Source: an optimization exercise on an open RTL-to-GDS flow (aim: small area, a short achievable clock period and few clock cycles per item). Production flows keep margins and buffers that such runs may drop. At most, simulation tests tie the RTL to the original design; equivalence was not proved. Power figures rest on the tool's default switching activity, not on a simulated workload.

Setup of rev 12:
==> module tdc_ks_add, before the edit <==
module tdc_ks_add #(parameter N = 8) (
  input  wire [N-1:0] a,
  input  wire [N-1:0] b,
  input  wire         ci,
  output wire [N-1:0] s,
  output wire [N:0]   c
);
  localparam L = (N <= 1) ? 1 : $clog2(N) + 1;
  reg [N:0] g [0:L];
  reg [N:0] p [0:L];
  integer i, l, d;
  always @* begin
    g[0][0] = ci;
    p[0][0] = 1'b0;
    for (i = 0; i < N; i = i + 1) begin
      g[0][i+1] = a[i] & b[i];
      p[0][i+1] = a[i] ^ b[i];
    end
    d = 1;
    for (l = 1; l <= L; l = l + 1) begin
      for (i = 0; i <= N; i = i + 1) begin
        if (i >= d) begin
          g[l][i] = g[l-1][i] | (p[l-1][i] & g[l-1][i-d]);
          p[l][i] = p[l-1][i] & p[l-1][i-d];
        end else begin
          g[l][i] = g[l-1][i];
          p[l][i] = p[l-1][i];
        end
      end
      d = d * 2;
    end
  end
  genvar k;
  generate
    for (k = 0; k < N; k = k + 1) begin : sum
      assign s[k] = p[0][k+1] ^ g[L][k];
    end
  endgenerate
  assign c = g[L];
endmodule
Settings: LEC_CHECK=0, CAP_MARGIN=20, CORE_MARGIN=2, CORE_UTILIZATION=40, SLEW_MARGIN=20; clock period 12.0 ns.
standard.sh (not shown) runs the stock make flow with config.mk's settings and CLKGATE_MAP_FILE= SYNTH_SCRIPT=/design/flow/synth_recipe.tcl, a recipe that flattens the netlist after the stock synthesis.
==> flow/flow/run.sh <==
#!/bin/bash
# The standard layout (the standard.sh: standard synthesis, floorplan,
# placement, CTS, routing, finish) with one change: repair_timing is asked
# for a setup margin of SETUP_MARGIN ns at the design's clock period, so it
# works on every path longer than the period less that margin. The clock,
# the constraints and every other setting stay the standard ones.
set -euo pipefail
SETUP_MARGIN=${SETUP_MARGIN:-8}
bash standard.sh SETUP_SLACK_MARGIN=$SETUP_MARGIN finish > run_make.log 2>&1
Rev 12 completed; timing, DRC and antenna clean
Inputs modified between rev 12 and rev 13:
diff --git a/flow/design.v b/flow/design.v
--- a/flow/design.v
+++ b/flow/design.v
@@ -1315,13 +1315,13 @@
   input  wire [N-1:0] a,
   input  wire [N-1:0] b,
   input  wire         ci,
   output wire [N-1:0] s,
   output wire [N:0]   c
 );
-  localparam L = (N <= 1) ? 1 : $clog2(N) + 1;
+  localparam L = 7;                     
   reg [N:0] g [0:L];
   reg [N:0] p [0:L];
   integer i, l, d;
   always @* begin
     g[0][0] = ci;
     p[0][0] = 1'b0;
==> notes.md <==
- Critical path data required time in rev 13 vs rev 12: up 3.17 ns
- Rev 13 ends up with higher count of clock buffers in the final design than rev 12 does.
- The initial standard-cell utilization of the core of rev 13 and that of rev 12 are within noise of each other.
- Looking at mux share of post-synthesis cell area, rev 13 sits below rev 12.
- Re post-layout minimum cycle time: rev 13 is 0.23 ns up on rev 12.
- Rev 12 has lower overall power of the completed layout than rev 13.
- Looking at final HPWL from detailed placement, rev 13 sits 0.76% lower than rev 12 does.
- ~same cell area after layout in rev 12 and rev 13
Testbench counts of rev 13, summed over its fixed seeds: cycles 12,372, items 12,062.
For rev 12, only the layout was checked, not whether the RTL still works.

* * *

Setup of the baseline:
tdc_le_conv, a different RTL version from the one above (not shown whole).
Size: roughly 6200 cells after synthesis, roughly 2200 flip-flops, about 60 I/O pins.
export LEC_CHECK = 0
export CAP_MARGIN = 20
export CORE_MARGIN = 2
export CORE_UTILIZATION = 40
export SLEW_MARGIN = 20
create_clock -name core_clock -period 12.0 [get_ports {clk}]
==> flow/flow/run.sh <==
#!/bin/bash
set -euo pipefail
SETUP_MARGIN=${SETUP_MARGIN:-8.4}
bash standard.sh SETUP_SLACK_MARGIN=$SETUP_MARGIN \
  "BUFFER_PORTS_ARGS=-buffer_cell sky130_fd_sc_hd__buf_2" finish > run_make.log 2>&1
The following lists how the candidate was set up differently from the baseline:
diff --git a/flow/design.v b/flow/design.v
--- a/flow/design.v
+++ b/flow/design.v
@@ -1140,29 +1140,29 @@
   wire [37:0] l4s  = l3s ^ l3c ^ l2c1;
   wire [37:0] l4c  = {(l3s[36:0] & l3c[36:0]) | (l3s[36:0] & l2c1[36:0]) | (l3c[36:0] & l2c1[36:0]), 1'b0};
   reg         p3_hit, p3_pair, p3_wr, p3_ok, p3_void;
   reg         p3_i;
   reg  [37:0] p3_sa, p3_sb;         
   reg  [12:0] p3_e;                 
   reg  [5:0]  p3_s;                 
   wire [37:0] v3;
   wire [38:0] v3c;
-  tdc_ks_add #(38) u_v3 (.a(p3_sa), .b(p3_sb), .ci(1'b0), .s(v3), .c(v3c));
+  tdc_pfx_add #(38) u_v3 (.a(p3_sa), .b(p3_sb), .ci(1'b0), .s(v3), .c(v3c));
   wire [13:0] co3   = v3[37:24];
   wire [5:0]  up3   = v3[23:18];
   wire [5:0]  nr3   = ~rot;
   wire [5:0]  xs3   = p3_sa[23:18] ^ p3_sb[23:18] ^ nr3;
   wire [5:0]  xc3   = {(p3_sa[22:18] & p3_sb[22:18]) | (p3_sa[22:18] & nr3[4:0]) |
                        (p3_sb[22:18] & nr3[4:0]), 1'b0};
   wire [5:0]  idx3, idx3p;
   wire [6:0]  idx3c, idx3pc;
-  tdc_ks_add #(6) u_i3  (.a(xs3), .b(xc3), .ci(v3c[18]), .s(idx3), .c(idx3c));
-  tdc_ks_add #(6) u_i3p (.a(xs3), .b(xc3 | {5'd0, v3c[18]}), .ci(1'b1), .s(idx3p), .c(idx3pc));
+  tdc_pfx_add #(6) u_i3  (.a(xs3), .b(xc3), .ci(v3c[18]), .s(idx3), .c(idx3c));
+  tdc_pfx_add #(6) u_i3p (.a(xs3), .b(xc3 | {5'd0, v3c[18]}), .ci(1'b1), .s(idx3p), .c(idx3pc));
   wire [5:0]  widx3 = p3_s + ~rot;
   reg         p4_hit, p4_pair, p4_wr, p4_ok, p4_void;
   reg         p4_i;
   reg  [13:0] p4_coarse;
   reg  [3:0]  p4_o;
   reg         p4_s63;
   reg  [15:0] p4_elo, p4_olo;
   reg  [3:0]  p4_ehi, p4_ohi;
   reg         p4_par;
@@ -1219,19 +1219,19 @@
   wire [15:0] c5s = b5s ^ b5c ^ mk4;
   wire [15:0] c5c = {(b5s[14:0] & b5c[14:0]) | (b5s[14:0] & mk4[14:0]) | (b5c[14:0] & mk4[14:0]), 1'b0};
   reg         p6_hit, p6_pair, p6_ok, p6_void;
   reg         p6_i;
   reg  [11:0] p6_coarse;
   reg  [1:0]  p6_frame;
   reg  [15:0] p6_ws, p6_wc;
   wire [15:0] w6;
   wire [16:0] w6c;
-  tdc_ks_add #(16) u_w6 (.a(p6_ws), .b(p6_wc), .ci(1'b0), .s(w6), .c(w6c));
+  tdc_pfx_add #(16) u_w6 (.a(p6_ws), .b(p6_wc), .ci(1'b0), .s(w6), .c(w6c));
   wire        cv6 = p6_hit && !p6_void;
   reg [64*13-1:0] nr0, nr1;
   reg [5:0]       fs;
   always @* begin
     nr0 = {ring0[12:0], ring0[64*13-1:13]};
     nr1 = {ring1[12:0], ring1[64*13-1:13]};
     for (kw = 0; kw < 4; kw = kw + 1) begin
       fs = rot + 6'd16 * kw[5:0];
       if (p4_wr && !p4_i && p4_wj == kw)      nr0[((16*kw+63)%64)*13 +: 13] = p4_e;
@@ -1302,20 +1302,20 @@
     res_ok     <= p6_pair && p6_ok;
     res_void   <= p6_hit && p6_void;
     res_interp <= p6_i;
     res_coarse <= cv6 ? p6_coarse : 12'd0;
     res_fine   <= cv6 ? w6[15:7] : 9'd0;
     res_frame  <= cv6 ? p6_frame : 2'b00;
     if (rst) begin
       ready_r <= 1'b1;
       f_v     <= 1'b0;
-      rot     <= 6'd0;
-      rot_w   <= 4'd4;
+      rot     <= 6'd60;               
+      rot_w   <= 4'd0;                
       fill    <= 5'd16;
       st_have <= 2'b00;
       p1_hit <= 1'b0; p1_pair <= 1'b0; p1_wr <= 1'b0; p1_ok <= 1'b0;
       fwd    <= 1'b0;
       p2_hit <= 1'b0; p2_pair <= 1'b0; p2_wr <= 1'b0;
       p3_hit <= 1'b0; p3_pair <= 1'b0; p3_wr <= 1'b0;
       p4_hit <= 1'b0; p4_pair <= 1'b0; p4_wr <= 1'b0;
       p5_hit <= 1'b0; p5_pair <= 1'b0;
       p6_hit <= 1'b0; p6_pair <= 1'b0;
@@ -1332,19 +1332,19 @@
       fwd    <= f_load ? (iss && f_pair && acc0 && cmd_interp == f_i) : 1'b0;
       p2_hit <= p1_hit; p2_pair <= p1_pair; p2_wr <= p1_wr;
       p3_hit <= p2_hit; p3_pair <= p2_pair; p3_wr <= p2_wr;
       p4_hit <= p3_hit; p4_pair <= p3_pair; p4_wr <= p3_wr;
       p5_hit <= p4_hit; p5_pair <= p4_pair;
       p6_hit <= p5_hit; p6_pair <= p5_pair;
     end
   end
 endmodule
-module tdc_ks_add #(parameter N = 8) (
+module tdc_pfx_add #(parameter N = 8) (
   input  wire [N-1:0] a,
   input  wire [N-1:0] b,
   input  wire         ci,
   output wire [N-1:0] s,
   output wire [N:0]   c
 );
   localparam L = 7;                     
   reg [N:0] g [0:L];
   reg [N:0] p [0:L];
Results
- Row power share of the combinational group: the candidate higher / the baseline lower
- Diff the baseline and the candidate: sequential share of layout area higher in the candidate
- In the flow results for the baseline and the candidate, the core utilization of the finished layout is smaller on the candidate.
- Summary of the candidate over the baseline: part of the total power dissipated in the clock network -2.6 points; routed wire length -3400 um; number of distinct standard cells referenced by the synthesized netlist -3.
Testbench counts of the candidate, summed over its fixed seeds: cycles 12,276, items 12,062.
For the baseline, only the layout was checked, not whether the RTL still works.

-- separate check: timing with driven ports --
How much do the figures lean on ideal ports? The routed layouts below were timed once more, with nothing changed but the port constraints. Step 1 assumes that a clkbuf_16 drives the clock port and a buf_2 every other input. Step 2 moves the port delays by t, midway between the first and last clock arrival at a register: inputs arrive t later, outputs are due t later. That takes back most of the time a late clock gives input paths. Three values: ideal ports, drivers, drivers and shift; two values: the first two.
| run | t (ns) | setup slack, ns | slew at the worst register clock pin (ns) | worst data-port slew with drivers (ns) |
|---|---|---|---|---|
| rev 12 | 0.936 | 8.042 / 7.961 / 7.963 | 0.07 / 0.07 | 0.04 |
| rev 13 | 0.959 | 7.809 / 7.809 / 7.809 | 0.07 / 0.07 | 0.11 |
| the baseline | 0.906 | 8.311 / 8.225 / 8.150 | 0.07 / 0.07 | 0.03 |
| the candidate | 0.910 | 8.316 / 8.232 / 7.886 | 0.07 / 0.07 | 0.05 |
After both steps every run listed still meets setup and hold. For the candidate, which loses most, drivers alone change the setup slack by -0.084 ns; drivers and shift together by -0.430 ns.
